From an optimization exercise on the open Yosys and OpenROAD flow, aimed at small area, a short achievable clock period and few clock cycles per item; shortcuts taken in it are not production practice.
At most, simulation tests tie the RTL to the original design; equivalence was not proved.
For runs 4 and 5, only the layout was checked, not whether the RTL still works.
Power and IR drop assume default switching activity.

==> flow/design.v <==
module bf_rescale (
    input  wire        clk,
    input  wire        rst,
    input  wire        start,
    input  wire [63:0] mask,
    input  wire [1:0]  rs_cap,
    output wire        ready,
    output reg         rd_en,
    output wire [5:0]  rd_addr,
    input  wire [31:0] rd_data,
    output reg         out_valid,
    output reg  [5:0]  out_idx,
    output reg  [12:0] out_i,
    output reg  [12:0] out_q,
    output reg         done,
    output wire [15:0] s_out,
    output wire [4:0]  exp_out,
    output wire        null_out
);
    localparam [1:0] S_IDLE = 2'd0,
                     S_P1   = 2'd1,
                     S_DIV  = 2'd2,
                     S_P2   = 2'd3;
    localparam [5:0] D_FIRST  = 6'd6;
    localparam [5:0] P2_FIRST = 6'd38;
    localparam [5:0] P2_LAST  = 6'd37;
    localparam [1:0] M_SQ  = 2'd0,     
                     M_ONE = 2'd1,     
                     M_S   = 2'd2;     
    reg [1:0]  state;
    reg        ready_r;
    reg [5:0]  cnt;
    reg [63:0] mask_r;
    reg        cap_hi, cap_lo;
    reg        two;                     
    reg [15:0] s_r;
    reg [4:0]  exp_r;
    reg        null_r;
    assign ready    = ready_r;
    assign rd_addr  = cnt;
    assign s_out    = s_r;
    assign exp_out  = exp_r;
    assign null_out = null_r;
    wire accept = start & ready_r;
    wire last_rd  = (state == S_P1 && cnt == 6'd0) || (state == S_P2 && cnt == P2_LAST);
    wire first_rd = (state == S_P1 && cnt == 6'd1) || (state == S_P2 && cnt == P2_FIRST);
    always @(posedge clk) begin
        cnt    <= ready_r ? 6'd1 : cnt + 6'd1;
        mask_r <= ready_r ? {mask[0], mask[63:1]} : {mask_r[0], mask_r[63:1]};
        if (ready_r) begin
            cap_hi <= rs_cap[1];
            cap_lo <= rs_cap[0];
        end
        if (state == S_P1 && cnt == 6'd1)
            two <= ~cap_hi & (|mask_r);
    end
    always @(posedge clk) begin
        if (rst) begin
            state   <= S_IDLE;
            rd_en   <= 1'b0;
            ready_r <= 1'b1;
        end else begin
            case (state)
                S_IDLE: begin
                    if (accept) begin
                        state   <= S_P1;
                        rd_en   <= 1'b1;
                        ready_r <= 1'b0;
                    end
                end
                S_P1: begin
                    if (cnt == 6'd63 && !two)
                        ready_r <= 1'b1;
                    if (cnt == 6'd0) begin
                        if (two) begin
                            state <= S_DIV;
                            rd_en <= 1'b0;
                        end else if (accept) begin
                            ready_r <= 1'b0;
                        end else begin
                            state <= S_IDLE;
                            rd_en <= 1'b0;
                        end
                    end
                end
                S_DIV: begin
                    if (cnt == P2_FIRST - 6'd1) begin
                        state <= S_P2;
                        rd_en <= 1'b1;
                    end
                end
                S_P2: begin
                    if (cnt == P2_LAST - 6'd1)
                        ready_r <= 1'b1;
                    if (cnt == P2_LAST) begin
                        if (accept) begin
                            state   <= S_P1;
                            ready_r <= 1'b0;
                        end else begin
                            state <= S_IDLE;
                            rd_en <= 1'b0;
                        end
                    end
                end
            endcase
        end
    end
    reg        v1, pa1, m1, last1, fp1, w01;
    reg        v2, m2, last2, fp2;
    reg [1:0]  md2;
    reg [5:0]  ng_i, on_i, tw_i, ng_q, on_q, tw_q;
    reg [16:0] x_i, x_q;
    reg        nzd2;
    wire [11:0] r_i = rd_data[11:0];
    wire [11:0] r_q = rd_data[23:12];
    wire [12:0] e_i = {r_i, 1'b0};
    wire [12:0] e_q = {r_q, 1'b0};
    wire        sq1 = pa1 & two;
    wire [15:0] s_op = pa1 ? 16'd16384 : s_r;
    integer k;
    always @(posedge clk) begin
        if (rst) begin
            v1 <= 1'b0;
            v2 <= 1'b0;
        end else begin
            v1 <= rd_en;
            v2 <= v1;
        end
        pa1   <= (state == S_P1);
        m1    <= mask_r[0];
        last1 <= last_rd;
        fp1   <= first_rd;
        w01   <= (cnt == 6'd0);
        m2    <= m1;
        last2 <= last1;
        fp2   <= fp1;
        md2   <= !pa1 ? M_S : (two ? M_SQ : M_ONE);
        for (k = 0; k < 6; k = k + 1) begin
            ng_i[k] <= e_i[2*k+2];
            on_i[k] <= e_i[2*k+1] ^ e_i[2*k];
            tw_i[k] <= (e_i[2*k+2] & ~e_i[2*k+1] & ~e_i[2*k]) | (~e_i[2*k+2] & e_i[2*k+1] & e_i[2*k]);
            ng_q[k] <= e_q[2*k+2];
            on_q[k] <= e_q[2*k+1] ^ e_q[2*k];
            tw_q[k] <= (e_q[2*k+2] & ~e_q[2*k+1] & ~e_q[2*k]) | (~e_q[2*k+2] & e_q[2*k+1] & e_q[2*k]);
        end
        x_i   <= sq1 ? {{5{r_i[11]}}, r_i} : {1'b0, s_op};
        x_q   <= sq1 ? {{5{r_q[11]}}, r_q} : {1'b0, s_op};
        nzd2  <= |rd_data[23:0];
        if (v1 && w01 && !(pa1 && two))
            exp_r <= rd_data[28:24];
    end
    wire [26:0] ra_i, rb_i, ra_q, rb_q;
    bf_bmul mul_i (.ng(ng_i), .on(on_i), .tw(tw_i), .x(x_i), .ra(ra_i), .rb(rb_i));
    bf_bmul mul_q (.ng(ng_q), .on(on_q), .tw(tw_q), .x(x_q), .ra(ra_q), .rb(rb_q));
    reg        v3, m3, last3, fp3, nzd3;
    reg [1:0]  md3;
    reg [26:0] ya_i, yb_i, ya_q, yb_q;
    always @(posedge clk) begin
        if (rst)
            v3 <= 1'b0;
        else
            v3 <= v2;
        m3    <= m2;
        last3 <= last2;
        nzd3  <= nzd2;
        md3   <= md2;
        fp3   <= fp2;
        ya_i  <= ra_i;
        yb_i  <= rb_i;
        ya_q  <= ra_q;
        yb_q  <= rb_q;
    end
    wire        sq  = (md3 == M_SQ);
    wire [26:0] p_i = ya_i + yb_i;
    wire [26:0] p_q = ya_q + yb_q;
    wire first3 = (md3 != M_S) && fp3;
    wire nz_cur = ~m3 & nzd3;
    reg        nz, anym;
    wire       nz_t   = (nz & ~first3) | nz_cur;
    wire       anym_t = (anym & ~first3) | m3;
    wire       null_1 = anym_t & ~nz_t;
    reg        v4, m4, first4;
    reg [9:0]  hi_i, hi_q;
    always @(posedge clk) begin
        if (rst) begin
            out_valid <= 1'b0;
            done      <= 1'b0;
            v4        <= 1'b0;
        end else begin
            out_valid <= v3 & ~sq;
            done      <= v3 & ~sq & last3;
            v4        <= v3 & sq;
        end
        out_idx <= !fp3 ? out_idx + 6'd1 : (md3 == M_S) ? P2_FIRST : 6'd1;
        out_i   <= sq ? p_i[12:0] : m3 ? 13'd0 : p_i[26:14];
        out_q   <= sq ? p_q[12:0] : m3 ? 13'd0 : p_q[26:14];
        hi_i    <= p_i[22:13];
        hi_q    <= p_q[22:13];
        if (v3 && md3 != M_S) begin
            nz   <= nz_t;
            anym <= anym_t;
        end
        m4     <= m3;
        first4 <= first3;
    end
    reg        m5;
    reg [23:0] pw;
    always @(posedge clk) begin
        m5 <= m4;
        pw <= v4 ? {1'b0, hi_i, out_i} + {1'b0, hi_q, out_q} : 24'd0;
    end
    reg [33:0] z;
    reg [29:0] s_rem;
    reg [1:0]  qb;
    reg        ovf;
    reg [16:0] srem;
    wire        in_div  = (state == S_DIV) && (cnt >= D_FIRST);
    wire        d_neg   = z[33];
    wire [32:0] dsum    = {z[33:2], 1'b1} + {(d_neg ? {2'b00, s_rem} : ~{2'b00, s_rem}), ~d_neg};
    wire [31:0] dnew    = dsum[32:1];
    wire        q_bit   = ~dnew[31];
    wire        s_neg   = srem[16];
    wire [14:0] root    = s_r[14:0];
    wire [18:0] ssh     = {srem, qb};
    wire [18:0] snew    = ssh + {(s_neg ? {2'b00, root} : ~{2'b00, root}), 2'b11};
    wire        s_bit   = ~snew[18];
    wire        sq_step = (state == S_DIV) && (cnt[0] == D_FIRST[0] + 1'b1) && (cnt >= D_FIRST + 6'd3);
    wire [15:0] cap_v   = cap_lo ? 16'd23170 : 16'd32768;
    wire        big     = ovf | (cap_lo & (root >= 15'd23170));
    always @(posedge clk) begin
        if (in_div)
            z <= {dnew[30:0], z[1:0], 1'b0};
        else if (first4)
            z <= 34'd0;
        else
            z <= {4'd0, z[29:0] + {6'd0, pw}};
        if (first4)
            s_rem <= 30'd0;
        else
            s_rem <= s_rem + (m5 ? 30'd0 : {6'd0, pw});
        if (in_div) begin
            qb <= {qb[0], q_bit};
            if (cnt == D_FIRST)
                ovf <= q_bit;
        end
        if (state == S_DIV && cnt == D_FIRST) begin
            s_r  <= 16'd0;
            srem <= 17'd0;
        end else if (sq_step) begin
            s_r  <= {1'b0, root[13:0], s_bit};
            srem <= snew[16:0];
        end
        if (state == S_P2 && cnt == P2_FIRST) begin
            s_r    <= !nz ? 16'd0 : big ? cap_v : {1'b0, root};
            null_r <= !nz;
        end
        if (v3 && md3 == M_ONE && last3) begin
            s_r    <= null_1 ? 16'd0 : 16'd16384;
            null_r <= null_1;
        end
    end
endmodule
module bf_bmul (
    input  wire [5:0]  ng,
    input  wire [5:0]  on,
    input  wire [5:0]  tw,
    input  wire [16:0] x,
    output wire [26:0] ra,
    output wire [26:0] rb
);
    wire [17:0] x1 = {x[16], x};
    wire [17:0] x2 = {x, 1'b0};
    wire [17:0] pp0 = (({18{on[0]}} & x1) | ({18{tw[0]}} & x2)) ^ {18{ng[0]}};
    wire [17:0] pp1 = (({18{on[1]}} & x1) | ({18{tw[1]}} & x2)) ^ {18{ng[1]}};
    wire [17:0] pp2 = (({18{on[2]}} & x1) | ({18{tw[2]}} & x2)) ^ {18{ng[2]}};
    wire [17:0] pp3 = (({18{on[3]}} & x1) | ({18{tw[3]}} & x2)) ^ {18{ng[3]}};
    wire [17:0] pp4 = (({18{on[4]}} & x1) | ({18{tw[4]}} & x2)) ^ {18{ng[4]}};
    wire [17:0] pp5 = (({18{on[5]}} & x1) | ({18{tw[5]}} & x2)) ^ {18{ng[5]}};
    wire t1 = pp0[10] ^ pp1[8];
    wire t2 = pp0[10] & pp1[8];
    wire t3 = pp0[11] ^ pp1[9];
    wire t4 = pp0[11] & pp1[9];
    wire t5 = pp0[12] ^ pp1[10];
    wire t6 = pp0[12] & pp1[10];
    wire t7 = pp0[13] ^ pp1[11];
    wire t8 = pp0[13] & pp1[11];
    wire t9 = pp0[14] ^ pp1[12];
    wire t10 = pp0[14] & pp1[12];
    wire t11 = pp0[15] ^ pp1[13];
    wire t12 = pp0[15] & pp1[13];
    wire t13 = pp0[16] ^ pp1[14];
    wire t14 = pp0[16] & pp1[14];
    wire t15 = pp0[17] ^ pp1[15];
    wire t16 = pp0[17] & pp1[15];
    wire t17 = pp0[17] ^ pp1[16];
    wire t18 = pp0[17] & pp1[16];
    wire t19 = ~pp0[17] ^ ~pp1[17];
    wire t20 = ~pp0[17] & ~pp1[17];
    wire t21 = pp0[6] ^ pp1[4];
    wire t22 = pp0[6] & pp1[4];
    wire t23 = pp0[7] ^ pp1[5];
    wire t24 = pp0[7] & pp1[5];
    wire t25 = pp0[8] ^ pp1[6] ^ pp2[4];
    wire t26 = (pp0[8] & pp1[6]) | (pp0[8] & pp2[4]) | (pp1[6] & pp2[4]);
    wire t27 = pp3[2] ^ pp4[0];
    wire t28 = pp3[2] & pp4[0];
    wire t29 = pp0[9] ^ pp1[7] ^ pp2[5];
    wire t30 = (pp0[9] & pp1[7]) | (pp0[9] & pp2[5]) | (pp1[7] & pp2[5]);
    wire t31 = pp3[3] ^ pp4[1];
    wire t32 = pp3[3] & pp4[1];
    wire t33 = t1 ^ pp2[6] ^ pp3[4];
    wire t34 = (t1 & pp2[6]) | (t1 & pp3[4]) | (pp2[6] & pp3[4]);
    wire t35 = pp4[2] ^ pp5[0] ^ ng[5];
    wire t36 = (pp4[2] & pp5[0]) | (pp4[2] & ng[5]) | (pp5[0] & ng[5]);
    wire t37 = t2 ^ t3 ^ pp2[7];
    wire t38 = (t2 & t3) | (t2 & pp2[7]) | (t3 & pp2[7]);
    wire t39 = pp3[5] ^ pp4[3] ^ pp5[1];
    wire t40 = (pp3[5] & pp4[3]) | (pp3[5] & pp5[1]) | (pp4[3] & pp5[1]);
    wire t41 = t4 ^ t5 ^ pp2[8];
    wire t42 = (t4 & t5) | (t4 & pp2[8]) | (t5 & pp2[8]);
    wire t43 = pp3[6] ^ pp4[4] ^ pp5[2];
    wire t44 = (pp3[6] & pp4[4]) | (pp3[6] & pp5[2]) | (pp4[4] & pp5[2]);
    wire t45 = t6 ^ t7 ^ pp2[9];
    wire t46 = (t6 & t7) | (t6 & pp2[9]) | (t7 & pp2[9]);
    wire t47 = pp3[7] ^ pp4[5] ^ pp5[3];
    wire t48 = (pp3[7] & pp4[5]) | (pp3[7] & pp5[3]) | (pp4[5] & pp5[3]);
    wire t49 = t8 ^ t9 ^ pp2[10];
    wire t50 = (t8 & t9) | (t8 & pp2[10]) | (t9 & pp2[10]);
    wire t51 = pp3[8] ^ pp4[6] ^ pp5[4];
    wire t52 = (pp3[8] & pp4[6]) | (pp3[8] & pp5[4]) | (pp4[6] & pp5[4]);
    wire t53 = t10 ^ t11 ^ pp2[11];
    wire t54 = (t10 & t11) | (t10 & pp2[11]) | (t11 & pp2[11]);
    wire t55 = pp3[9] ^ pp4[7] ^ pp5[5];
    wire t56 = (pp3[9] & pp4[7]) | (pp3[9] & pp5[5]) | (pp4[7] & pp5[5]);
    wire t57 = t12 ^ t13 ^ pp2[12];
    wire t58 = (t12 & t13) | (t12 & pp2[12]) | (t13 & pp2[12]);
    wire t59 = pp3[10] ^ pp4[8] ^ pp5[6];
    wire t60 = (pp3[10] & pp4[8]) | (pp3[10] & pp5[6]) | (pp4[8] & pp5[6]);
    wire t61 = t14 ^ t15 ^ pp2[13];
    wire t62 = (t14 & t15) | (t14 & pp2[13]) | (t15 & pp2[13]);
    wire t63 = pp3[11] ^ pp4[9] ^ pp5[7];
    wire t64 = (pp3[11] & pp4[9]) | (pp3[11] & pp5[7]) | (pp4[9] & pp5[7]);
    wire t65 = t16 ^ t17 ^ pp2[14];
    wire t66 = (t16 & t17) | (t16 & pp2[14]) | (t17 & pp2[14]);
    wire t67 = pp3[12] ^ pp4[10] ^ pp5[8];
    wire t68 = (pp3[12] & pp4[10]) | (pp3[12] & pp5[8]) | (pp4[10] & pp5[8]);
    wire t69 = t18 ^ t19 ^ pp2[15];
    wire t70 = (t18 & t19) | (t18 & pp2[15]) | (t19 & pp2[15]);
    wire t71 = pp3[13] ^ pp4[11] ^ pp5[9];
    wire t72 = (pp3[13] & pp4[11]) | (pp3[13] & pp5[9]) | (pp4[11] & pp5[9]);
    wire t73 = t20 ^ 1'b1 ^ pp2[16];
    wire t74 = (t20 & 1'b1) | (t20 & pp2[16]) | (1'b1 & pp2[16]);
    wire t75 = pp3[14] ^ pp4[12] ^ pp5[10];
    wire t76 = (pp3[14] & pp4[12]) | (pp3[14] & pp5[10]) | (pp4[12] & pp5[10]);
    wire t77 = ~pp2[17] ^ pp3[15] ^ pp4[13];
    wire t78 = (~pp2[17] & pp3[15]) | (~pp2[17] & pp4[13]) | (pp3[15] & pp4[13]);
    wire t79 = 1'b1 ^ pp3[16];
    wire t80 = 1'b1 & pp3[16];
    wire t81 = pp0[4] ^ pp1[2];
    wire t82 = pp0[4] & pp1[2];
    wire t83 = pp0[5] ^ pp1[3];
    wire t84 = pp0[5] & pp1[3];
    wire t85 = t21 ^ pp2[2] ^ pp3[0];
    wire t86 = (t21 & pp2[2]) | (t21 & pp3[0]) | (pp2[2] & pp3[0]);
    wire t87 = t22 ^ t23 ^ pp2[3];
    wire t88 = (t22 & t23) | (t22 & pp2[3]) | (t23 & pp2[3]);
    wire t89 = t24 ^ t25 ^ t27;
    wire t90 = (t24 & t25) | (t24 & t27) | (t25 & t27);
    wire t91 = t26 ^ t28 ^ t29;
    wire t92 = (t26 & t28) | (t26 & t29) | (t28 & t29);
    wire t93 = t30 ^ t32 ^ t33;
    wire t94 = (t30 & t32) | (t30 & t33) | (t32 & t33);
    wire t95 = t34 ^ t36 ^ t37;
    wire t96 = (t34 & t36) | (t34 & t37) | (t36 & t37);
    wire t97 = t38 ^ t40 ^ t41;
    wire t98 = (t38 & t40) | (t38 & t41) | (t40 & t41);
    wire t99 = t42 ^ t44 ^ t45;
    wire t100 = (t42 & t44) | (t42 & t45) | (t44 & t45);
    wire t101 = t46 ^ t48 ^ t49;
    wire t102 = (t46 & t48) | (t46 & t49) | (t48 & t49);
    wire t103 = t50 ^ t52 ^ t53;
    wire t104 = (t50 & t52) | (t50 & t53) | (t52 & t53);
    wire t105 = t54 ^ t56 ^ t57;
    wire t106 = (t54 & t56) | (t54 & t57) | (t56 & t57);
    wire t107 = t58 ^ t60 ^ t61;
    wire t108 = (t58 & t60) | (t58 & t61) | (t60 & t61);
    wire t109 = t62 ^ t64 ^ t65;
    wire t110 = (t62 & t64) | (t62 & t65) | (t64 & t65);
    wire t111 = t66 ^ t68 ^ t69;
    wire t112 = (t66 & t68) | (t66 & t69) | (t68 & t69);
    wire t113 = t70 ^ t72 ^ t73;
    wire t114 = (t70 & t72) | (t70 & t73) | (t72 & t73);
    wire t115 = t74 ^ t76 ^ t77;
    wire t116 = (t74 & t76) | (t74 & t77) | (t76 & t77);
    wire t117 = t78 ^ t79 ^ pp4[14];
    wire t118 = (t78 & t79) | (t78 & pp4[14]) | (t79 & pp4[14]);
    wire t119 = t80 ^ ~pp3[17] ^ pp4[15];
    wire t120 = (t80 & ~pp3[17]) | (t80 & pp4[15]) | (~pp3[17] & pp4[15]);
    wire t121 = 1'b1 ^ pp4[16];
    wire t122 = 1'b1 & pp4[16];
    wire t123 = pp0[2] ^ pp1[0];
    wire t124 = pp0[2] & pp1[0];
    wire t125 = pp0[3] ^ pp1[1];
    wire t126 = pp0[3] & pp1[1];
    wire t127 = t81 ^ pp2[0] ^ ng[2];
    wire t128 = (t81 & pp2[0]) | (t81 & ng[2]) | (pp2[0] & ng[2]);
    wire t129 = t82 ^ t83 ^ pp2[1];
    wire t130 = (t82 & t83) | (t82 & pp2[1]) | (t83 & pp2[1]);
    wire t131 = t84 ^ t85 ^ ng[3];
    wire t132 = (t84 & t85) | (t84 & ng[3]) | (t85 & ng[3]);
    wire t133 = t86 ^ t87 ^ pp3[1];
    wire t134 = (t86 & t87) | (t86 & pp3[1]) | (t87 & pp3[1]);
    wire t135 = t88 ^ t89 ^ ng[4];
    wire t136 = (t88 & t89) | (t88 & ng[4]) | (t89 & ng[4]);
    wire t137 = t90 ^ t91 ^ t31;
    wire t138 = (t90 & t91) | (t90 & t31) | (t91 & t31);
    wire t139 = t92 ^ t93 ^ t35;
    wire t140 = (t92 & t93) | (t92 & t35) | (t93 & t35);
    wire t141 = t94 ^ t95 ^ t39;
    wire t142 = (t94 & t95) | (t94 & t39) | (t95 & t39);
    wire t143 = t96 ^ t97 ^ t43;
    wire t144 = (t96 & t97) | (t96 & t43) | (t97 & t43);
    wire t145 = t98 ^ t99 ^ t47;
    wire t146 = (t98 & t99) | (t98 & t47) | (t99 & t47);
    wire t147 = t100 ^ t101 ^ t51;
    wire t148 = (t100 & t101) | (t100 & t51) | (t101 & t51);
    wire t149 = t102 ^ t103 ^ t55;
    wire t150 = (t102 & t103) | (t102 & t55) | (t103 & t55);
    wire t151 = t104 ^ t105 ^ t59;
    wire t152 = (t104 & t105) | (t104 & t59) | (t105 & t59);
    wire t153 = t106 ^ t107 ^ t63;
    wire t154 = (t106 & t107) | (t106 & t63) | (t107 & t63);
    wire t155 = t108 ^ t109 ^ t67;
    wire t156 = (t108 & t109) | (t108 & t67) | (t109 & t67);
    wire t157 = t110 ^ t111 ^ t71;
    wire t158 = (t110 & t111) | (t110 & t71) | (t111 & t71);
    wire t159 = t112 ^ t113 ^ t75;
    wire t160 = (t112 & t113) | (t112 & t75) | (t113 & t75);
    wire t161 = t114 ^ t115 ^ pp5[11];
    wire t162 = (t114 & t115) | (t114 & pp5[11]) | (t115 & pp5[11]);
    wire t163 = t116 ^ t117 ^ pp5[12];
    wire t164 = (t116 & t117) | (t116 & pp5[12]) | (t117 & pp5[12]);
    wire t165 = t118 ^ t119 ^ pp5[13];
    wire t166 = (t118 & t119) | (t118 & pp5[13]) | (t119 & pp5[13]);
    wire t167 = t120 ^ t121 ^ pp5[14];
    wire t168 = (t120 & t121) | (t120 & pp5[14]) | (t121 & pp5[14]);
    wire t169 = t122 ^ ~pp4[17] ^ pp5[15];
    wire t170 = (t122 & ~pp4[17]) | (t122 & pp5[15]) | (~pp4[17] & pp5[15]);
    wire t171 = 1'b1 ^ pp5[16];
    wire t172 = 1'b1 & pp5[16];
    assign ra = {t170, t168, t166, t164, t162, t160, t158, t156, t154, t152, t150, t148, t146, t144, t142, t140, t138, t136, t134, t132, t130, t128, t126, t124, t123, pp0[1], pp0[0]};
    assign rb = {t171, t169, t167, t165, t163, t161, t159, t157, t155, t153, t151, t149, t147, t145, t143, t141, t139, t137, t135, t133, t131, t129, t127, t125, ng[1], 1'b0, ng[0]};
endmodule
==> flow/flow/run.sh <==
#!/bin/bash
# The standard layout, with the setup repair aiming for a margin below the clock period
# and plain buffers (not delay cells) on the ports.
set -euo pipefail
bash standard.sh SETUP_SLACK_MARGIN=8.3 "BUFFER_PORTS_ARGS=-buffer_cell sky130_fd_sc_hd__buf_2" finish > standard_make.log 2>&1
==> flow/standard.sh <==
#!/bin/bash
# synth_recipe.tcl (not shown) runs the flow's synth.tcl, then flattens the netlist and writes it again
# the make line also repeats each setting of config.mk as NAME=value (left out here)
make -C /OpenROAD-flow-scripts/flow DESIGN_CONFIG=/design/flow/config.mk WORK_HOME=/design/flow/orfs CLKGATE_MAP_FILE= SYNTH_SCRIPT=/design/flow/synth_recipe.tcl "${@:-finish}"
==> flow/config.mk <==
export PLATFORM = sky130hd
export DESIGN_NAME = bf_rescale
export DESIGN_NICKNAME = bf_rescale
export VERILOG_FILES = /design/flow/design.v
export SDC_FILE = /design/flow/constraint.sdc
export NUM_CORES = 4
export LEC_CHECK = 0
export CAP_MARGIN = 20
export CORE_MARGIN = 2
export CORE_UTILIZATION = 40
export PLACE_DENSITY = 0.6
export SLEW_MARGIN = 20
==> flow/constraint.sdc <==
create_clock -name core_clock -period 12.0 [get_ports {clk}]
set_input_delay 2.4000 -clock core_clock [delete_from_list [all_inputs] [get_ports {clk}]]
set_output_delay 2.4000 -clock core_clock [all_outputs]
set_load 0.01 [all_outputs]
==> results of run 1 <==
state kept, by name, summed over array words and instances (netlist names), 10 cells and up, named ones only:
name,flops
pw,24
ya_i,27
out_i,13
ya_q,27
yb_q,26
srem,17
mask_r,64
x_q,17
s_r,16
hi_q,10
out_q,13
z,34
x_i,17
hi_i,10
yb_i,26
s_rem,30
cell type report:
type,instances,area [sq um]
Inverter,196,736
Clock buffer,67,1430
Sequential cell,463,9590
Tap cell,950,1190
Multi-Input combinational cell,2254,18200
Antenna cell,2,5.00
Fill cell,6986,39200
Timing Repair Buffer,194,1160
Clock inverter,25,249
per-stage QoR:
stage	cell area (sq um)	total power, uW	utilization [%]	hold slack (ps)
6_report	32500	9380	45.3	313
5_1_grt	32500	10200	45.3	323
4_1_cts	32500	9400	45.3	317
3_5_place_dp	30500	7740	42.6	312
3_3_place_gp	30500	7710	42.6	311
2_1_floorplan	29000	6200	-	310
per-layer routing:
layer,vias up,part of all wire (%),track usage [%]
li1,10900,-,-
met1,10400,46,25.8
met2,496,46,31.5
met3,124,5.2,3.25
met4,8,2.9,5.92
met5,-,0.077,0
worst min path at each step:
stage / depth (start not counted) / end / start / slack (ps)
2_1_floorplan: 0 / fp2$_DFF_P_ / fp1$_DFF_P_ / 310
3_3_place_gp: 0 / md3[1]$_DFF_P_ / md2[1]$_SDFF_PN1_ / 310
3_5_place_dp: 0 / md3[1]$_DFF_P_ / md2[1]$_SDFF_PN1_ / 310
4_1_cts: 0 / last3$_DFF_P_ / last2$_DFF_P_ / 320
5_1_grt: 0 / last3$_DFF_P_ / last2$_DFF_P_ / 320
6_report: 0 / last3$_DFF_P_ / last2$_DFF_P_ / 310
cell usage in the layout (no fill, tap or decap), types with 26 or more instances in the layout:
cell type,count
and2_1,29
a211oi_1,31
a21o_1,73
xnor2_1,307
a21oi_1,145
buf_2,161
nand2b_1,32
clkbuf_16,51
fa_1,127
inv_1,194
nand3_1,45
nor2b_1,71
nor2_1,147
buf_4,27
edfxtp_1,30
nand2_1,192
o22ai_1,26
a22oi_1,193
nor3_1,41
ha_1,213
mux2_2,67
xor2_1,107
o21ai_0,116
dfxtp_1,421
synthesized netlist by cell type, types with 13 or more instances:
cell	number	area, sq um
nor2_1	147	552
o21a_1	22	165
ha_1	213	2670
xnor2_1	307	2690
a22o_1	14	123
o21ai_0	117	586
edfxtp_1	30	901
inv_1	194	728
o22ai_1	27	169
and2_1	29	181
a31oi_1	14	87.6
or3_1	16	100
nand2b_1	32	200
a21o_1	73	548
nor3_1	41	205
a22oi_1	193	1450
fa_1	127	2540
nor2b_1	71	444
clkbuf_1	146	548
buf_1	16	60.1
a21oi_1	146	731
nand4_1	21	131
o31ai_1	13	97.6
nand2_1	192	721
and3_1	15	93.8
xor2_1	107	937
a211oi_1	31	233
nor4_1	22	138
nand3_1	45	225
o21bai_1	17	128
mux2_2	67	754
dfxtp_1	433	8670
worst max-delay path: cells and delay by family, from the launching register on:
family	cells	cell delay [ps]
flip-flops	1	360
buffers and inverters	2	290
what timing repair did:
item                       CTS  global route
cloned                       3             0
hold endpoints to repair     0             0
gates resized for setup     18             7
setup buffers               16             0
setup endpoints to repair   29            10
kinds of logic after synthesis:
family / synth area share, %
muxes: 3.03
and+or+nand+nor: 11.1
buffers and inverters: 4.63
DFF: 33.0
adders and majority gates: 17.9
xor gates and xnor gates: 12.5
AOI/OAI and AO/OA: 17.9
where the power goes:
part / leakage [uW] / switching [uW] / total [uW] / internal (uW)
logic: 0.00927 / 2950 / 5260 / 2300
registers: 0.00388 / 458 / 2570 / 2110
clock network: 0.000821 / 666 / 1560 / 889
==> summary.md, run 1 <==
| Metric | Value |
|---|---|
| Mapped cell area | 29000 sq um |
| Post-DP HPWL | 54600 um |
| MaxCap Viol Count | 0 |
| GRT overflow | 0 |
| Min Tclk post-route | 3640 ps |
| Hold_buf cts | 0 |
| Worst hold path class | reg2reg |
| Initial Util | 40.5% |
| Worst-skew pair later-pin latency | 600 ps |
| Synthesis-to-layout area growth | 12.0% |
| CP required | 9600 ps |
| GPL Wtd Cong | 0.872 |
| Critical path arrival | 1240 ps |
| EDFF count, synth | 30 |
| CTS clock-pin slew for the worst setup and hold paths | 60 ps |
| Routed wire length per instance | 17.5 um |
| Drt drc | 0 |
| R2R depth | 14 |
| Syn Nets | 3516 |
| VDD IR max | 0.000129 V |
| Worst Max-Slew Pin Slew | 1000 ps |
| TritonCTS Sinks | 463 |
| CTS tree | done |
| Pin count of the biggest net entering global routing | 44 |
| Outcome | complete, no violations |
| Worst-path cell chain | buf_16 > buf_2 |
| Number of global-route vias before repair | 21500 |
| Final TNS setup | 0 ps |
| CP Launch Type | flip-flop |
| Final WS setup | 8360 ps |
| Final setup viols | 0 |
| Initial antenna violation count | 6 |
| DRT Pass-1 Iters | 5 |
| Die H | 273 um |
| Fmax | 0.274 GHz |
| CP Max Fanout | 10 |
| Synth cell types | 78 |
| Critical path class | reg2out |
| H-tree Lvls | 2 |
| Share of layout cells above drive strength 1 | 12.2% |
| Die X | 273 um |
| # IOs | 165 |
| CP max-delay cell | dfxtp_4 |
| Finished Layout Cells | 4151 |
| Worst Setup End Kind | output port |
| Die footprint | 74800 sq um |
| Final Cycle Share | 30.4% |
| Reg2reg end | s_rem[26]$_SDFF_PP0_ |
| Mapped Cells | 3075 |
| Routed vias | 21900 |
| RSZ-0062 raised after global routing | false |
| Crit path from | ready_r$_SDFFE_PP1P_ |
| First-pass GRT wire length | 116000 um |
| Clock Path Buffers | 3 |
| CP max stage delay | 360 ps |
| Avg Inst Size Synth | 9.44 sq um |
| Final Net Count | 3600 |
| DRT Wirelength | 72800 um |
| CTS buffer count | 50 |
| Placed cell count | 4038 |
| Slew Viols, Final | 0 |
| Predominant post-synthesis flop cell | dfxtp_1 |
| Detail Route Antenna Nets | 0 |
| Pwr/cell area | 288 nW/um^2 |
| Hold Fails Final Rpt | 0 |
| Place WS | 7650 ps |
| Fin Clk Skew | 31.1 ps |
| Post-synth ARST share | 0% |
| Port Buffers | 161 |
| Vias per inst | 5.27 |
| DRT iter0 DRCs | 1219 |
| R2R Path Start | m5$_DFF_P_ |
| Clk root buf | clkbuf_16 |
| Syn. warnings | 1 |
| # rows | 98 |
| Sequential area share after synthesis | 33.0% |
| Max-slew headroom | 32.9% |
| Pleak | 0.0140 uW |
| Worst setup endpoint | ready |
| Yosys reg bits | 463 |
| GRT Overall Usage | 19.2% |
| Core ar. | 71700 sq um |
| R2R Setup Slk | 8430 ps |
Testbench counts, summed over its fixed seeds: cycles 43,495, items 384.
==> inputs of run 2 (changes only) <==
==> flow/flow/run.sh (replaced) <==
#!/bin/bash
# The standard layout, with the setup repair aiming for a margin below the clock period
# and plain buffers (not delay cells) on the ports.
set -euo pipefail
bash standard.sh SETUP_SLACK_MARGIN=8.3 CTS_CLUSTER_SIZE=30 CTS_CLUSTER_DIAMETER=100 "BUFFER_PORTS_ARGS=-buffer_cell sky130_fd_sc_hd__buf_2" finish > standard_make.log 2>&1
==> run 2 against run 1 <==
Against the previous run:
- synthesized cell count stayed put
- non-clock buffer count is 2 higher
- final cell count is 1.4% lower
- core utilization is 1.4 points lower
- routed wire length is 1.4% lower
- via count is 0.91% lower
- power is 7.5% lower
- critical path type unchanged
- critical endpoint unchanged
- largest power group unchanged
- highest routed layer unchanged
==> summary.md, run 2 <==
| Metric | Value |
|---|---|
| Internal power | 4740 uW |
| CTS buffer count | 21 |
| Final WS setup | 8350 ps |
| Synth cell types | 78 |
| Die footprint | 74800 sq um |
| Synth top area cells | dfxtp_1, xnor2_1, ha_1 |
| Final setup viols | 0 |
| Vias per inst | 5.30 |
| Worst hold path class | reg2reg |
| Worst-path cell chain | buf_16 > buf_2 |
| Predominant post-synthesis flop cell | dfxtp_1 |
| Syn. warnings | 1 |
| Hold Fails Final Rpt | 0 |
| Final Net Count | 3573 |
| DRT Pass-1 Iters | 5 |
| # IOs | 165 |
| Placed cell count | 4038 |
| Clk root buf | clkbuf_16 |
| Switching share of power | 45.3% |
| Worst Max-Slew Pin Slew | 1020 ps |
| H-tree Lvls | 1 |
| Share of layout cells above drive strength 1 | 10.7% |
| GRT overflow | 0 |
| Avg Inst Size Synth | 9.44 sq um |
| DRT iter0 DRCs | 1263 |
| Commonest cells after routing, fill and taps aside | dfxtp_1, xnor2_1, ha_1 |
| Number of flip-flops in the largest register | 64 |
| Pleak | 0.0135 uW |
| Drt drc | 0 |
| Syn Nets | 3516 |
| Outcome | complete, no violations |
| CP max stage delay | 380 ps |
| Share of the synthesized area in the top cell type | 29.9% |
| Worst-skew pair later-pin latency | 590 ps |
| Sequential power share | 29.5% |
| Synthesis-to-layout area growth | 8.48% |
| R2R depth | 13 |
| CP max-delay cell | dfxtp_4 |
| Number of global-route vias before repair | 21000 |
| Mapped cell area | 29000 sq um |
| Post-DP HPWL | 54600 um |
| Worst Setup End Kind | output port |
| Max-slew headroom | 32.0% |
| GRT Overall Usage | 18.8% |
| GPL Wtd Cong | 0.872 |
| Synth top cells by count | dfxtp_1, xnor2_1, ha_1 |
| Mapped Cells | 3075 |
| Fill cells | 7078 |
| Routed wire length per instance | 17.5 um |
| Critical path arrival | 1250 ps |
| Min Tclk post-route | 3650 ps |
| Top reg by flops | mask_r |
| Critical path class | reg2out |
| TritonCTS Sinks | 463 |
| Slew Viols, Final | 0 |
| Final TNS setup | 0 ps |
| Post-synth ARST share | 0% |
| Place WS | 7650 ps |
| MaxCap Viol Count | 0 |
| Clock power share | 9.9% |
| Pin count of the biggest net entering global routing | 44 |
| CP required | 9600 ps |
| Pwr/cell area | 275 nW/um^2 |
| # rows | 98 |
| Top-count cell post-synth | dfxtp_1 |
| Final Util | 43.9% |
| Initial antenna violation count | 7 |
| Hold depth | 0 |
| First-pass GRT wire length | 114000 um |
| Clock Path Buffers | 3 |
| Initial Util | 40.5% |
| Top Registers | mask_r (64), z (34), s_rem (30) |
| Routed vias | 21700 |
| CTS clock-pin slew for the worst setup and hold paths | 120 ps |
| Finished Layout Cells | 4093 |
| Power share of the combinational group | 60.6% |
| RSZ-0062 raised after global routing | false |
| CTS tree | done |
| Yosys top cell by area | dfxtp_1 |
| VDD IR max | 0.000155 V |
| Yosys reg bits | 463 |
| Post-route total power | 8670 uW |
| Fin Clk Skew | 39.1 ps |
| Detail Route Antenna Nets | 0 |
| Fmax | 0.274 GHz |
| CP Launch Type | flip-flop |
| Die X | 273 um |
| EDFF count, synth | 30 |
| Commonest non-fill, non-tap cell in the layout | dfxtp_1 |
| Die H | 273 um |
| Final Cycle Share | 30.4% |
| Sw power | 3930 uW |
| Sequential area share after synthesis | 33.0% |
| Core ar. | 71700 sq um |
| CP Max Fanout | 10 |
| DRT Wirelength | 71800 um |
| Port Buffers | 161 |
| R2R Setup Slk | 8540 ps |
## run 2: per-layer routing
metal,GRT usage (%),wire length [um],up-vias
met2,31.2,32900,452
li1,-,-,10800
met1,25.8,34000,10300
met4,5.00,1780,8
met5,0,58,-
met3,2.42,3070,98
## run 2: worst paths after layout
check	endpoint	startpoint
setup / recovery	ready	ready_r$_SDFFE_PP1P_
hold / removal	md3[1]$_DFF_P_	md2[1]$_SDFF_PN1_
hold reg to reg	md3[1]$_DFF_P_	md2[1]$_SDFF_PN1_
setup reg to reg	s_rem[27]$_SDFF_PP0_	m5$_DFF_P_
## run 2: logic make-up after synthesis
logic type / Yosys count / synth area share, %
adder cells (fa/ha/maj): 340 / 17.9
AO/OA/AOI/OAI: 761 / 17.9
flip-flops: 463 / 33.0
buffers and inverters: 358 / 4.63
XOR/XNOR: 414 / 12.5
multiplexers: 79 / 3.03
AND/OR/NAND/NOR: 660 / 11.1
## run 2: worst max-delay path: cells and delay by family, from the launching register on
kind,cells,cell delay [ps]
buffers and inverters,2,290
flip-flops,1,380
## run 2: power groups by stage
stage	sequential [uW]	clock, uW	combinational (uW)
after floorplan	2340	0	3860
after global routing	2610	935	5930
final	2560	857	5260
after CTS	2550	890	5240
after global placement	2580	0	5120
after detailed placement	2590	0	5160
## run 2: cell type report
type | count | area [sq um] | share of cell area, %
Timing Repair Buffer | 196 | 1170 | 3.72
Clock inverter | 7 | 88.8 | 0.282
Sequential cell | 463 | 9590 | 30.4
Clock buffer | 24 | 537 | 1.70
Multi-Input combinational cell | 2254 | 18200 | 57.7
Inverter | 196 | 736 | 2.34
Antenna cell | 3 | 7.51 | 0.0238
Tap cell | 950 | 1190 | 3.77
## run 2: metrics by stage
stage / hold slack [ps] / instance area [sq um]
6_report: 340 / 31500
3_3_place_gp: 311 / 30500
4_1_cts: 339 / 31400
2_1_floorplan: 310 / 29000
3_5_place_dp: 312 / 30500
5_1_grt: 345 / 31500
## run 2: repair_timing
action,CTS,global route
hold buffers,0,0
gates cloned,3,0
resized for setup,17,8
hold endpoints to repair,0,0
buffers inserted,17,1
setup endpoints to repair,28,12
pin swaps,0,1
==> inputs of run 3 (changes only) <==
==> flow/flow/run.sh (replaced) <==
#!/bin/bash
# The standard layout, with the setup repair aiming for a margin below the clock period
# and plain buffers (not delay cells) on the ports.
set -euo pipefail
bash standard.sh SETUP_SLACK_MARGIN=8.3 CTS_CLUSTER_SIZE=20 CTS_CLUSTER_DIAMETER=100 "BUFFER_PORTS_ARGS=-buffer_cell sky130_fd_sc_hd__buf_2" finish > standard_make.log 2>&1
==> run 3 against run 2 <==
Against the previous run:
- hold slack worse by 9.0 ps
- core utilization increased by 0.26 points
- die area is the same
- maximum frequency shrank 0.23%
- clock skew fell by 21 ps
- global-route usage up 0.080 points
- sequential power barely moved
- via count increased by 0.43%
- register-to-register slack barely moved
- still clean
- area after synthesis is the same
- sequential cell count stayed put
==> summary.md, run 3 <==
| Metric | Value |
|---|---|
| CTS tree | done |
| Pin count of the biggest net entering global routing | 44 |
| Hold depth | 0 |
| Max-slew headroom | 32.1% |
| Routed wire length per instance | 17.6 um |
| # rows | 98 |
| Mapped Cells | 3075 |
| Fin Clk Skew | 17.9 ps |
| RSZ-0062 raised after global routing | false |
| CP max stage delay | 370 ps |
| Initial antenna violation count | 7 |
| Hold path startpoint | md2[0]$_SDFF_PN0_ |
| Critical path class | reg2out |
| Family with the most delay on the worst path | flip-flops |
| Power share of the combinational group | 59.6% |
| R2R Setup Slk | 8540 ps |
| Final Cycle Share | 30.5% |
| Switching share of power | 44.7% |
| Mapped cell area | 29000 sq um |
| R2R Path Start | on_i[0]$_DFF_P_ |
| Routed vias | 21800 |
| Worst Hold Path EP | md3[0]$_DFF_P_ |
| Placed cell count | 4038 |
| Critical path arrival | 1260 ps |
| Synth cell types | 78 |
| Pwr/cell area | 277 nW/um^2 |
| Top-count cell post-synth | dfxtp_1 |
| Initial Util | 40.5% |
| Die X | 273 um |
| CP max-delay cell | dfxtp_4 |
| Worst Setup End Kind | output port |
| Clock Path Buffers | 3 |
| CP Max Fanout | 10 |
| Avg Inst Size Synth | 9.44 sq um |
| Final setup viols | 0 |
| Number of global-route vias before repair | 21200 |
| Sequential area share after synthesis | 33.0% |
| Top reg by flops | mask_r |
| Final TNS setup | 0 ps |
| CTS clock-pin slew for the worst setup and hold paths | 90 ps |
| Reg area | 9590 sq um |
| Worst hold path class | reg2reg |
| Synth top cells by count | dfxtp_1, xnor2_1, ha_1 |
| Final Net Count | 3580 |
| Internal power | 4860 uW |
| Area occupied by multi-input gates | 18200 sq um |
| Synthesis-to-layout area growth | 9.13% |
| VDD IR max | 0.000144 V |
| CTS buffer count | 28 |
| First-pass GRT wire length | 115000 um |
| Finished Layout Cells | 4100 |
| R2R depth | 8 |
| Met2 Use GR | 31.4% |
| CP Launch Type | flip-flop |
| Top Registers | mask_r (64), z (34), s_rem (30) |
| Fill cells | 7053 |
| Detail Route Antenna Nets | 0 |
| H-tree Lvls | 1 |
| Final Util | 44.2% |
| Vias per inst | 5.31 |
| Clock power share | 11.2% |
| Share of layout cells above drive strength 1 | 10.9% |
| Worst-path cell chain | buf_16 > buf_2 |
| Worst-skew pair later-pin latency | 600 ps |
| Clk root buf | clkbuf_16 |
| Min Tclk post-route | 3660 ps |
| DRT iter0 DRCs | 1255 |
| Predominant post-synthesis flop cell | dfxtp_1 |
| Syn Nets | 3516 |
| # IOs | 165 |
| Sw power | 3930 uW |
| Die H | 273 um |
| Post-synth ARST share | 0% |
| GPL Wtd Cong | 0.872 |
| CP required | 9600 ps |
| EDFF count, synth | 30 |
| Number of flip-flops in the largest register | 64 |
| GRT overflow | 0 |
| Worst Max-Slew Pin Slew | 1020 ps |
| DRT Pass-1 Iters | 5 |
| Share of the synthesized area in the top cell type | 29.9% |
| Reg2reg end | yb_i[17]$_DFF_P_ |
| Commonest cells after routing, fill and taps aside | dfxtp_1, xnor2_1, ha_1 |
| Hold Fails Final Rpt | 0 |
| TritonCTS Sinks | 463 |
| GRT Overall Usage | 18.9% |
| Slew Viols, Final | 0 |
| Sequential power share | 29.2% |
| Commonest non-fill, non-tap cell in the layout | dfxtp_1 |
| Fmax | 0.273 GHz |
| Drt drc | 0 |
| Die footprint | 74800 sq um |
| GR peak layer | met2 |
| Syn. warnings | 1 |
| M3 GR Usage | 2.47% |
| Met1 Usage GRT | 25.8% |
| Synth top area cells | dfxtp_1, xnor2_1, ha_1 |
| Core ar. | 71700 sq um |
| Crit path buffers/inverters | 2 |
| Port Buffers | 161 |
| Post-DP HPWL | 54600 um |
| Pleak | 0.0136 uW |
| Yosys reg bits | 463 |
| Outcome | complete, no violations |
| DRT Wirelength | 72200 um |
| MaxCap Viol Count | 0 |
| Yosys top cell by area | dfxtp_1 |
==> run 3: area by class of cell <==
cell class	count	share of cell area, %
Timing Repair Buffer	196	3.70
Antenna cell	1	0.00790
Inverter	196	2.32
Tap cell	950	3.75
Sequential cell	463	30.3
Clock inverter	4	0.118
Multi-Input combinational cell	2254	57.4
Clock buffer	36	2.47
==> run 3: how the worst max path moves through the flow <==
stage | start | end | depth (start not counted)
after floorplan | start | state[0]$_SDFFE_PP0P_ | 5
final | ready_r$_SDFFE_PP1P_ | ready | 2
after global placement | z[33]$_SDFF_PN0_ | ovf$_DFFE_PP_ | 11
after detailed placement | z[33]$_SDFF_PN0_ | ovf$_DFFE_PP_ | 11
after global routing | ready_r$_SDFFE_PP1P_ | ready | 2
after CTS | ready_r$_SDFFE_PP1P_ | ready | 2
==> run 3: timing repair <==
| action | 4_1_cts | 5_1_grt |
|---|---|---|
| buffers inserted | 17 | 1 |
| hold buffers | 0 | 0 |
| setup endpoints to repair | 28 | 10 |
| resized for setup | 18 | 7 |
| gates cloned | 3 | 0 |
| pin swaps | 0 | 1 |
==> run 3: metal layers <==
| layer | vias up | wire length [um] |
|---|---|---|
| li1 | 10800 | - |
| met1 | 10300 | 33500 |
| met2 | 519 | 33300 |
| met3 | 104 | 3410 |
| met4 | 10 | 1870 |
| met5 | - | 70 |
==> run 3: metrics by stage <==
| step | area, sq um | power (uW) | hold slack, ps | setup WS (ps) |
|---|---|---|---|---|
| finish | 31700 | 8790 | 331 | 8340 |
| detailed placement | 30500 | 7740 | 312 | 7650 |
| global route | 31700 | 9610 | 339 | 8300 |
| CTS | 31600 | 8820 | 331 | 8320 |
| global placement | 30500 | 7710 | 311 | 7730 |
| floorplan | 29000 | 6200 | 310 | 8600 |
==> run 3: logic make-up after synthesis <==
logic type | count (synthesis) | synth area share [%]
multiplexers | 79 | 3.03
AO/OA/AOI/OAI | 761 | 17.9
adder cells (fa/ha/maj) | 340 | 17.9
buffers and inverters | 358 | 4.63
flip-flops | 463 | 33.0
AND/OR/NAND/NOR | 660 | 11.1
XOR/XNOR | 414 | 12.5
==> run 3: power groups by stage <==
stage	Combinational, uW	Sequential [uW]	Clock, uW
global route	5930	2620	1070
global placement	5120	2580	0
detailed placement	5160	2590	0
finish	5240	2560	984
floorplan	3860	2340	0
CTS	5240	2560	1020
==> inputs of run 4 (changes only) <==
--- a/flow/design.v
+++ b/flow/design.v
@@ -30,14 +30,16 @@
     reg [1:0]  state;
     reg        ready_r;
     reg [5:0]  cnt;
+    reg        ready_o;
+    reg [5:0]  ra_r;
     reg [63:0] mask_r;
     reg        cap_hi, cap_lo;
     reg        two;                     
     reg [15:0] s_r;
     reg [4:0]  exp_r;
     reg        null_r;
-    assign ready    = ready_r;
-    assign rd_addr  = cnt;
+    assign ready    = ready_o;
+    assign rd_addr  = ra_r;
     assign s_out    = s_r;
     assign exp_out  = exp_r;
     assign null_out = null_r;
@@ -46,6 +48,7 @@
     wire first_rd = (state == S_P1 && cnt == 6'd1) || (state == S_P2 && cnt == P2_FIRST);
     always @(posedge clk) begin
         cnt    <= ready_r ? 6'd1 : cnt + 6'd1;
+        ra_r   <= ready_r ? 6'd1 : ra_r + 6'd1;
         mask_r <= ready_r ? {mask[0], mask[63:1]} : {mask_r[0], mask_r[63:1]};
         if (ready_r) begin
             cap_hi <= rs_cap[1];
@@ -55,6 +58,15 @@
             two <= ~cap_hi & (|mask_r);
     end
     always @(posedge clk) begin
+        if (rst)
+            ready_o <= 1'b1;
+        else if (ready_r)
+            ready_o <= ~start;
+        else
+            ready_o <= (state == S_P1 && cnt == 6'd63 && !two) ||
+                       (state == S_P2 && cnt == P2_LAST - 6'd1);
+    end
+    always @(posedge clk) begin
         if (rst) begin
             state   <= S_IDLE;
             rd_en   <= 1'b0;
==> flow/flow/run.sh (replaced) <==
#!/bin/bash
# The standard layout, with the setup repair aiming for a margin below the clock period
# and plain buffers (not delay cells) on the ports.
set -euo pipefail
bash standard.sh SETUP_SLACK_MARGIN=8.6 CTS_CLUSTER_SIZE=20 CTS_CLUSTER_DIAMETER=100 "BUFFER_PORTS_ARGS=-buffer_cell sky130_fd_sc_hd__buf_2" finish > standard_make.log 2>&1
==> run 4 against run 3 <==
Against the previous run:
- cell area increased by 3.5%
- final cell count increased by 1.9%
- global-route usage up 0.26 points
- clock-buffer cell count rose by 2
- largest cell class unchanged
- critical endpoint is now s_out[4]
==> summary.md, run 4 <==
| Metric | Value |
|---|---|
| First-pass GRT wire length | 117000 um |
| Area occupied by multi-input gates | 18400 sq um |
| Clock Path Buffers | 3 |
| DRT Wirelength | 73700 um |
| Fill cells | 6991 |
| Synthesis-to-layout area growth | 11.8% |
| Worst Max-Slew Pin Slew | 1080 ps |
| Avg Inst Size Synth | 9.48 sq um |
| Clk root buf | clkbuf_16 |
| # rows | 99 |
| Synth top cells by count | dfxtp_1, xnor2_1, ha_1 |
| Initial Util | 40.3% |
| Top Registers | mask_r (64), z (34), s_rem (30) |
| Final Util | 45.1% |
| Critical path class | reg2out |
| Syn. warnings | 1 |
| Worst Setup End Kind | output port |
| Initial antenna violation count | 19 |
| CP required | 9600 ps |
| GRT Overall Usage | 19.2% |
| Top reg by flops | mask_r |
| Synth cell types | 82 |
| Fin Clk Skew | 29.6 ps |
| VDD IR max | 0.000142 V |
| Number of flip-flops in the largest register | 64 |
| Share of the synthesized area in the top cell type | 30.0% |
| Routed vias | 22100 |
| CP max-delay cell | edfxtp_1 |
| Post-DP HPWL | 56200 um |
| Worst hold path class | reg2reg |
| Core ar. | 72700 sq um |
| Pwr/cell area | 261 nW/um^2 |
| # IOs | 165 |
| Outcome | complete, no violations |
| Number of global-route vias before repair | 21600 |
| EDFF count, synth | 30 |
| CTS buffer count | 31 |
| Min Tclk post-route | 3670 ps |
| Share of layout cells above drive strength 1 | 13.9% |
| Reg area | 9830 sq um |
| Synth top area cells | dfxtp_1, xnor2_1, ha_1 |
| CTS clock-pin slew for the worst setup and hold paths | 90 ps |
| Port Buffers | 161 |
| Yosys reg bits | 470 |
| Final Net Count | 3640 |
| Family with the most delay on the worst path | flip-flops |
| Top-count cell post-synth | dfxtp_1 |
| Mapped cell area | 29300 sq um |
| Sequential area share after synthesis | 33.1% |
| TritonCTS Sinks | 470 |
| Yosys top cell by area | dfxtp_1 |
| Detail Route Antenna Nets | 0 |
| Slew Viols, Final | 0 |
| Crit path buffers/inverters | 1 |
| Worst-skew pair later-pin latency | 640 ps |
| DRT Pass-1 Iters | 7 |
| H-tree Lvls | 1 |
| Drt drc | 0 |
| Routed wire length per instance | 17.6 um |
| Mapped Cells | 3092 |
| DRT iter0 DRCs | 1740 |
| Predominant post-synthesis flop cell | dfxtp_1 |
| Final setup viols | 0 |
| RSZ-0062 raised after global routing | true |
| GPL Wtd Cong | 0.900 |
| Critical path arrival | 1270 ps |
| CP Max Fanout | 2 |
| Commonest non-fill, non-tap cell in the layout | dfxtp_1 |
| Hold Fails Final Rpt | 0 |
| CTS tree | done |
| GRT overflow | 0 |
| Post-synth ARST share | 0% |
| Commonest cells after routing, fill and taps aside | dfxtp_1, xnor2_1, ha_1 |
| MaxCap Viol Count | 0 |
| CP max stage delay | 460 ps |
| Pin count of the biggest net entering global routing | 85 |
| Max-slew headroom | 27.9% |
| Die X | 275 um |
| CP Launch Type | flip-flop |
| Syn Nets | 3534 |
| Worst-path cell chain | buf_2 |
| Vias per inst | 5.30 |
| Pleak | 0.0141 uW |
| Die H | 275 um |
| Final TNS setup | 0 ps |
| Final Cycle Share | 30.6% |
| Fmax | 0.272 GHz |
| Die footprint | 75500 sq um |
-- run 4: final cells by class --
type	count	share of cell area (%)
multi-input cells	2258	56.1
flip-flops and latches	470	30.0
repair buffers	231	4.91
well taps	959	3.66
clock buffers	38	2.45
inverters	206	2.38
clock inverters	11	0.500
diodes	5	0.0382
-- run 4: path summary, 6_finish.rpt --
check / slack, ps / cells past startpoint / from / to
setup / recovery: 8330 / 1 / s_r[4]$_SDFFCE_PP0P_ / s_out[4]
setup reg to reg: 8690 / 12 / z[33]$_SDFF_PN0_ / z[27]$_DFF_P_
hold reg to reg: 330 / 0 / m2$_DFF_P_ / m3$_DFF_P_
hold / removal: 330 / 0 / m2$_DFF_P_ / m3$_DFF_P_
-- run 4: repair_timing --
item,4_1_cts,5_1_grt
resized for setup,125,29
endpoints found under the setup margin,115,108
hold buffers,0,0
pin swaps,0,4
setup buffers,44,14
gates cloned,0,0
-- run 4: cell families (layout without fill, tap and decap cells) --
family | Yosys count | count (layout) | synth area share [%]
other | 0 | 5 | 0
xor gates and xnor gates | 418 | 418 | 12.5
and+or+nand+nor | 653 | 653 | 11.0
buffers and inverters | 364 | 486 | 4.66
muxes | 73 | 73 | 2.77
AOI/OAI and AO/OA | 773 | 773 | 18.2
DFF | 470 | 470 | 33.1
adders and majority gates | 341 | 341 | 17.8
-- run 4: stage by stage --
step / cells / hold slack [ps] / power, uW / instance area (sq um) / setup slack [ps]
after floorplan: 3092 / 310 / 5970 / 29300 / 8570
after global placement: 4066 / 310 / 7220 / 30800 / 7860
after detailed placement: 4066 / 312 / 7260 / 30800 / 7860
after CTS: 4159 / 332 / 8550 / 32500 / 8300
after global routing: 4177 / 337 / 9340 / 32800 / 8280
final: 4178 / 330 / 8570 / 32800 / 8330
-- run 4: power breakdown --
part	leakage, uW	internal, uW	total, uW	switching [uW]
Clock	0.000466	511	1090	584
Sequential	0.00396	2100	2550	445
Combinational	0.00971	2230	4920	2700
Total	0.0141	4840	8570	3730
-- run 4: per-layer routing --
metal	GRT usage, %	up-vias	wire [um]
met3	3.06	103	3990
met2	32.3	518	34700
li1	-	11000	-
met5	0	-	195
met1	25.8	10500	33100
met4	4.41	28	1720
==> inputs of run 5 (changes only) <==
--- a/flow/design.v
+++ b/flow/design.v
@@ -35,12 +35,13 @@
     reg [63:0] mask_r;
     reg        cap_hi, cap_lo;
     reg        two;                     
-    reg [15:0] s_r;
+    reg [15:0] s_r;                     
+    reg [15:0] s_o;                     
     reg [4:0]  exp_r;
     reg        null_r;
     assign ready    = ready_o;
     assign rd_addr  = ra_r;
-    assign s_out    = s_r;
+    assign s_out    = s_o;
     assign exp_out  = exp_r;
     assign null_out = null_r;
     wire accept = start & ready_r;
@@ -264,10 +265,11 @@
         end
         if (state == S_P2 && cnt == P2_FIRST) begin
             s_r    <= !nz ? 16'd0 : big ? cap_v : {1'b0, root};
+            s_o    <= !nz ? 16'd0 : big ? cap_v : {1'b0, root};
             null_r <= !nz;
         end
         if (v3 && md3 == M_ONE && last3) begin
-            s_r    <= null_1 ? 16'd0 : 16'd16384;
+            s_o    <= null_1 ? 16'd0 : 16'd16384;
             null_r <= null_1;
         end
     end
==> run 5 against run 4 <==
Against the previous run:
- combinational power about the same
- clock-buffer cell count up 1
- sequential cell count up 16
- register-to-register slack got worse by 20 ps
- critical path type unchanged
- largest cell class unchanged
==> summary.md, run 5 <==
| Metric | Value |
|---|---|
| Mux cell area share after synthesis | 2.95% |
| Final Net Count | 3638 |
| Top reg by flops | mask_r |
| Avg Inst Size Synth | 9.61 sq um |
| Final Cycle Share | 30.0% |
| Synth top cells by count | dfxtp_1, xnor2_1, ha_1 |
| Top Registers | mask_r (64), z (34), s_rem (30) |
| R2R Setup Slk | 8670 ps |
| Yosys reg bits | 486 |
| Main combinational cell family by area after synthesis | compound AO/OA/AOI/OAI gates |
| Met2 Use GR | 33.5% |
| # IOs | 165 |
| Syn Nets | 3551 |
| Synth cell types | 80 |
| CP max-delay cell | edfxtp_1 |
| RSZ-0062 raised after global routing | true |
| Worst-skew pair later-pin latency | 650 ps |
| Sw power | 3790 uW |
| Family with the most delay on the worst path | flip-flops |
| CP Launch Type | flip-flop |
| GRT Overall Usage | 19.8% |
| Simple-Gate Fraction of Synth Area | 11.0% |
| Outcome | complete, no violations |
| Final TNS setup | 0 ps |
| Worst hold path class | reg2reg |
| Port Buffers | 161 |
| Drt drc | 0 |
| Critical path arrival | 1190 ps |
| First-pass GRT wire length | 124000 um |
| GPL Wtd Cong | 0.895 |
| Finished Layout Cells | 4187 |
| Die footprint | 76900 sq um |
| Synthesis-to-layout area growth | 11.4% |
| Post-route total power | 8640 uW |
| Worst-path cell chain | buf_6 |
| Vias per inst | 5.37 |
| Top-count cell post-synth | dfxtp_1 |
| H-tree Lvls | 1 |
| Share of the synthesized area in the top cell type | 29.5% |
| CP required | 9600 ps |
| Worst Setup End Kind | output port |
| CP Max Fanout | 1 |
| Power share of the combinational group | 56.8% |
| Synth Area in Adders | 17.5% |
| VDD IR max | 0.000167 V |
| Crit path buffers/inverters | 1 |
| Post-synthesis compound-gate area fraction | 17.7% |
| Yosys top cell by area | dfxtp_1 |
| Mapped Cells | 3109 |
| Number of global-route vias before repair | 22300 |
| Clk root buf | clkbuf_16 |
| Routed wire length per instance | 18.6 um |
| DRT iter0 DRCs | 1480 |
| CTS tree | done |
| CTS clock-pin slew for the worst setup and hold paths | 80 ps |
| Hold_buf cts | 0 |
| Commonest cells after routing, fill and taps aside | dfxtp_1, xnor2_1, ha_1 |
| EDFF count, synth | 46 |
| # rows | 100 |
| Post-DP HPWL | 58100 um |
| Min Tclk post-route | 3590 ps |
| Worst Max-Slew Pin Slew | 1070 ps |
| Post-synth ARST share | 0% |
| Syn. warnings | 1 |
| Placed cell count | 4094 |
| Fill cells | 7127 |
| Final setup viols | 0 |
| M3 GR Usage | 2.99% |
| Fmax | 0.278 GHz |
| Die X | 277 um |
| CTS buffer count | 31 |
| Switching share of power | 43.9% |
| Critical path class | reg2out |
| Initial antenna violation count | 10 |
| GR peak layer | met2 |
| Max-slew headroom | 28.6% |
| Final Util | 44.9% |
| GRT overflow | 0 |
| Slew Viols, Final | 0 |
| Number of flip-flops in the largest register | 64 |
| Mapped cell area | 29900 sq um |
| Detail Route Antenna Nets | 0 |
| Sequential area share after synthesis | 34.1% |
| Clock Path Buffers | 3 |
| Routed vias | 22500 |
| Clock power share | 12.6% |
| Internal power | 4850 uW |
| Sequential power share | 30.6% |
| Met1 Usage GRT | 26.2% |
| Die H | 277 um |
| Fin Clk Skew | 43.3 ps |
| Pwr/cell area | 260 nW/um^2 |
| TritonCTS Sinks | 486 |
| Xor/xnor share of the synthesized area | 12.3% |
| Hold Fails Final Rpt | 0 |
| Predominant post-synthesis flop cell | dfxtp_1 |
| DRT Wirelength | 77700 um |
| MaxCap Viol Count | 0 |
| Pleak | 0.0142 uW |
| Share of layout cells above drive strength 1 | 13.4% |
| Synth top area cells | dfxtp_1, xnor2_1, ha_1 |
| Core ar. | 74200 sq um |
| CP max stage delay | 410 ps |
| Initial Util | 40.3% |
| Commonest non-fill, non-tap cell in the layout | dfxtp_1 |
| DRT Pass-1 Iters | 7 |
| Pin count of the biggest net entering global routing | 84 |
-- run 5: final cells by class --
type                            count  area, sq um  share of cell area [%]
Antenna cell                        6         15.0                  0.0451
Clock buffer                       39          816                    2.45
Clock inverter                     10          110                   0.331
Inverter                          196          738                    2.22
Multi-Input combinational cell   2273        18600                    55.8
Sequential cell                   486        10300                    31.0
Tap cell                          969         1210                    3.64
Timing Repair Buffer              208         1490                    4.46
-- run 5: timing repair --
action,4_1_cts,5_1_grt
gates resized for setup,122,46
setup buffers,27,10
pin swaps,3,19
setup endpoints to repair,107,99
cloned,0,1
-- run 5: cell families after synthesis --
kind of cell               count (synthesis)
buffers and inverters                    350
and+or+nand+nor                          657
AOI/OAI and AO/OA                        775
DFF                                      486
xor gates and xnor gates                 421
adders and majority gates                341
muxes                                     79
-- run 5: power by group through the flow --
| stage | clock, uW | combinational, uW | sequential (uW) |
|---|---|---|---|
| after floorplan | 0 | 3600 | 2370 |
| after global routing | 1180 | 5550 | 2700 |
| after detailed placement | 0 | 4690 | 2660 |
| after global placement | 0 | 4640 | 2660 |
| after CTS | 1130 | 4840 | 2650 |
| final | 1090 | 4900 | 2650 |
-- run 5: metrics by stage --
step	worst slack, ps	cell area (sq um)	hold slack, ps
finish	8410	33300	325
global route	8350	33300	324
CTS	8360	33000	328
detailed placement	7620	31400	312
global placement	7690	31400	310
floorplan	8620	29900	310
-- run 5: path summary, 6_finish.rpt --
| check | start | depth (start not counted) | end |
|---|---|---|---|
| setup / recovery | s_o[14]$_DFFE_PP_ | 1 | s_out[14] |
| hold / removal | m4$_DFF_P_ | 0 | m5$_DFF_P_ |
| setup reg to reg | z[33]$_SDFF_PN0_ | 14 | z[31]$_SDFF_PN0_ |
| hold reg to reg | m4$_DFF_P_ | 0 | m5$_DFF_P_ |
-- run 5: layer usage --
metal | vias up | share of wire, %
li1 | 11100 | -
met1 | 10700 | 45
met2 | 584 | 47
met3 | 125 | 5.1
met4 | 10 | 3.3
met5 | - | 0.089

port drivers added, routing unchanged:
The flow's constraints put no driver on any port. The routed layouts listed below were extracted and timed again, unchanged, in two steps. Step 1 assumes that a clkbuf_16 drives the clock port and a buf_2 every other input. Step 2 times the ports against the registers' clock, not the clock port: input delays grow and output delays shrink by t, the midpoint of the rising clock arrivals with the driver on. Slacks: ideal ports / drivers / drivers and shift; pairs: ideal ports / drivers.
run | shift t [ns] | setup WS [ns] | hold WS [ns] | worst setup path at the end
run 1 | 0.650 | 8.355 / 8.291 / 8.269 | 0.313 / 0.313 / 0.313 | input to register
run 2 | 0.631 | 8.350 / 8.287 / 8.280 | 0.340 / 0.340 / 0.340 | input to register
run 3 | 0.653 | 8.342 / 8.279 / 8.265 | 0.331 / 0.331 / 0.331 | input to register
run 4 | 0.681 | 8.326 / 8.265 / 8.251 | 0.330 / 0.330 / 0.330 | input to register
run 5 | 0.688 | 8.405 / 8.347 / 8.281 | 0.325 / 0.325 / 0.325 | input to register
After both steps every run listed still meets setup and hold. The setup slack of run 5, which loses most, moves by -0.058 ns with the drivers and by -0.124 ns with both steps.
